What follows belongs to an exercise in optimizing a design on an open flow for small area, a short achievable clock period and few clock cycles; a production flow would make more cautious choices.
Only simulation tests tie the RTL to the original design; equivalence was not proved.

Setup of run A:
// press_aes
module press_aes (
    input  wire         clk,
    input  wire         rst,         
    input  wire         key_valid,
    output wire         key_ready,
    input  wire [1:0]   key_len,     
    input  wire [255:0] key,
    input  wire         in_valid,
    output wire         in_ready,
    input  wire         in_dec,      
    input  wire [127:0] in_data,
    output wire         out_valid,
    input  wire         out_ready,
    output wire [127:0] out_data
);
    reg         key_ok;      
    reg [1:0]   klen;        
    reg         f_raw;       
    reg         f_end;       
    reg [255:0] kst;
    reg [1:0]   ib_n;        
    reg         ib0_dec, ib1_dec;
    reg [127:0] ib0, ib1;    
    reg         st_v;
    reg [15:0]  st_dec;
    reg [127:0] st;          
    reg         r1_v, r1_last;
    reg [15:0]  r1_dec;
    reg [191:0] r1;          
    reg         r2_v, r2_last;
    reg [15:0]  r2_dec;
    reg [127:0] r2;          
    reg         ovalid;
    reg [127:0] obuf;
  ...
==> flow/config.mk <==
export PLATFORM = sky130hd
export DESIGN_NAME = press_aes
export DESIGN_NICKNAME = press_aes
export VERILOG_FILES = /design/flow/design.v
export SDC_FILE = /design/flow/constraint.sdc
export NUM_CORES = 8
export LEC_CHECK = 0
export ABC_CLOCK_PERIOD_IN_PS = 3500
export CAP_MARGIN = 20
export CORE_MARGIN = 2
export CORE_UTILIZATION = 45
export CTS_CLUSTER_DIAMETER = 150
export CTS_CLUSTER_SIZE = 16
export PLACE_DENSITY = 0.6
export SETUP_SLACK_MARGIN = 5
export SLEW_MARGIN = 20
==> flow/constraint.sdc <==
create_clock -name core_clock -period 12.0 [get_ports {clk}]
set_input_delay 2.4000 -clock core_clock [delete_from_list [all_inputs] [get_ports {clk}]]
set_output_delay 2.4000 -clock core_clock [all_outputs]
set_load 0.01 [all_outputs]
standard.sh (not shown) runs the stock make flow with config.mk's settings and CLKGATE_MAP_FILE= SYNTH_SCRIPT=/design/flow/synth_recipe.tcl, a recipe that flattens the netlist after the stock synthesis.
==> flow/flow/run.sh <==
#!/bin/bash
set -euo pipefail
W=$PWD
export OWN_ABC_SCRIPT=$W/flow/abc_map.script
{
  cat <<'TCL'
# ORFS's synthesis calls abc with its own -script; use ours instead.
proc abc {args} {
  set i [lsearch -exact $args -script]
  if {$i >= 0} { lset args [expr {$i + 1}] $::env(OWN_ABC_SCRIPT) }
  puts "abc with own script: $args"
  yosys abc {*}$args
}
TCL
  cat synth_recipe.tcl
} > own_synth.tcl
bash standard.sh SYNTH_SCRIPT=$W/own_synth.tcl SETUP_SLACK_MARGIN=7.8 \
  "BUFFER_PORTS_ARGS=-buffer_cell sky130_fd_sc_hd__buf_1" finish > flow.log 2>&1
==> flow/flow/abc_map.script <==
&get -n
&st
&syn2
&dch
&if -g -K 6
&synch2
&nf -R 1000
&st
&syn2
&dch
&if -g -K 6
&synch2
&nf -R 1000
&put
Testbench counts of run A, summed over its fixed seeds: cycles 29,355.
Inputs modified between run A and run B:
diff --git a/flow/flow/run.sh b/flow/flow/run.sh
--- a/flow/flow/run.sh
+++ b/flow/flow/run.sh
@@ -17 +17 @@
-bash standard.sh SYNTH_SCRIPT=$W/own_synth.tcl SETUP_SLACK_MARGIN=7.8 \
+bash standard.sh SYNTH_SCRIPT=$W/own_synth.tcl SETUP_SLACK_MARGIN=8 \
==> flow/flow/abc_map.script <==
&get -n
&st
&dch
&if -g -K 6
&synch2
&nf -R 1000
&st
&dch
&if -g -K 6
&synch2
&nf -R 1000
&put
==> results.txt <==
Summary — number of fill cells, run B relative to run A: lower, by 1.6%. Run B ended up with a lower proportion of synthesized area in mux cells than run A did. Run A → run B: number of buffers between clock root and the deepest sink closely matched the old numbers, biggest fanout along the worst timing path shrank by 24. Diff run A..run B | number of clock sinks seen by CTS | unchanged. Run comparison: run B start point of the critical path kw[228]; run A start point of the critical path r2_dec[13]. From run A to run B, final count of pins violating max slew did not move at all. Share of the clock period used by the worst path, run B and run A: smaller value in run B. [compare] base=run A new=run B: final-stage net count went up by 0.93%; vertical extent of the die level.
[inputs] run C vs run B
==> flow/flow/abc_map.script <==
&get -n
&st
&syn2
&dch
&if -g -K 6
&synch2
&nf -R 1000
&put
--- outcome ---
- In terms of number of multi-input combinational cells, run B and run C differ only marginally.
- Run C: transition time at the pin with the least slew margin is 170 ps higher than what run B reported.
- Max freq run B -> run C: degraded
- Sort run C and run B by sequential share of cell area desc -> top: run C
- Taking run B as the reference, in run C aggregate routed wire length shows a reduction of 3.4%; post-synthesis cell count was more or less identical.
- Reported for run C and run B, number of top-level pins turned out identical to the last digit.
- Higher core utilization goes to run B over run C.
- Weighted congestion reported at the end of routability-driven placement went up slightly going from run B to run C.
- Aggregate global-route resource usage was higher in run B than in run C.
[inputs] run D vs run C
==> flow/flow/abc_map.script <==
&get -n
&st
&syn2
&dch
&if -g -K 6
&synch2
&nf -R 1000
&st
&syn2
&dch
&if -g -K 6
&synch2
&nf -R 1000
&put
--- outcome ---
- Run D: flow completed, timing, DRC and antenna clean
- Count of instances resized after the clock tree is built: run D lower than run C
- Diff run C -> run D: synthesized area per cell moved up, vias after detailed routing moved up, final core utilization level.
- The ratio of cells with drive above 1 in the final layout of run D is lower than that of run C.
Inputs modified between run D and run E:
- a change of CORE_UTILIZATION from 45 to 40
Notes after the runs:
Run D and run E all finish clean. For run E, the cell type of the slowest stage on the worst timing path was sky130_fd_sc_hd__edfxtp_1, unlike run D, where it was sky130_fd_sc_hd__nor2_1. Relative to run D, number of antenna cells inserted increased by 7 in run E. NOTE routed length on met1 run D->run E decreased slightly. In run E the global routing met1 resource utilization turned out 6.1 points lower than in run D. On first-pass iteration count of the detailed router: between run D and run E, it ends up lower for run D. Taking run D as the reference point, the instance area after placement of run E rises by 0.49%. Diff run D..run E | cell area after technology mapping | unchanged. Changes observed in run E relative to run D: non-clock buffer count has decreased; count of clock-buffer cells in the layout has decreased; H-tree depth reported by CTS has remained practically unchanged.

re-timing with driven ports:
The flow's constraints put no driver on any port. The routed layouts listed below were extracted and timed again, unchanged, in two steps.
Step 1 sets driving cells, clkbuf_16 on the clock port and buf_2 on the other inputs (assumed; they add their load-dependent delay and slew).
Step 2, shift: input delay + t, output delay - t, t = (earliest + latest rising clock arrival at the registers) / 2. This alone moves slack from input paths to output paths.
Slacks: no drivers / after step 1 / after step 2; pairs: no drivers / after step 1.
| run | t, ns | slack for setup (ns) | hold WS [ns] | worst register clock-pin slew, ns | worst slew at a driven data input, ns |
|---|---|---|---|---|---|
| run A | 0.928 | 7.786 / 7.786 / 6.929 | 0.436 / 0.436 / 0.436 | 0.10 / 0.10 | 0.13 |
| run B | 0.948 | 7.859 / 7.859 / 7.167 | 0.438 / 0.438 / 0.438 | 0.10 / 0.10 | 0.17 |
| run C | 0.936 | 7.784 / 7.784 / 7.144 | 0.464 / 0.464 / 0.464 | 0.10 / 0.10 | 0.08 |
| run D | 0.932 | 7.894 / 7.922 / 7.043 | 0.433 / 0.433 / 0.433 | 0.10 / 0.10 | 0.12 |
| run E | 0.929 | 7.769 / 7.658 / 7.116 | 0.445 / 0.445 / 0.445 | 0.09 / 0.09 | 0.09 |
After both steps setup and hold are still met in every run listed. For run A, which loses most, drivers alone change the setup slack by 0.000 ns; drivers and shift together by -0.857 ns.
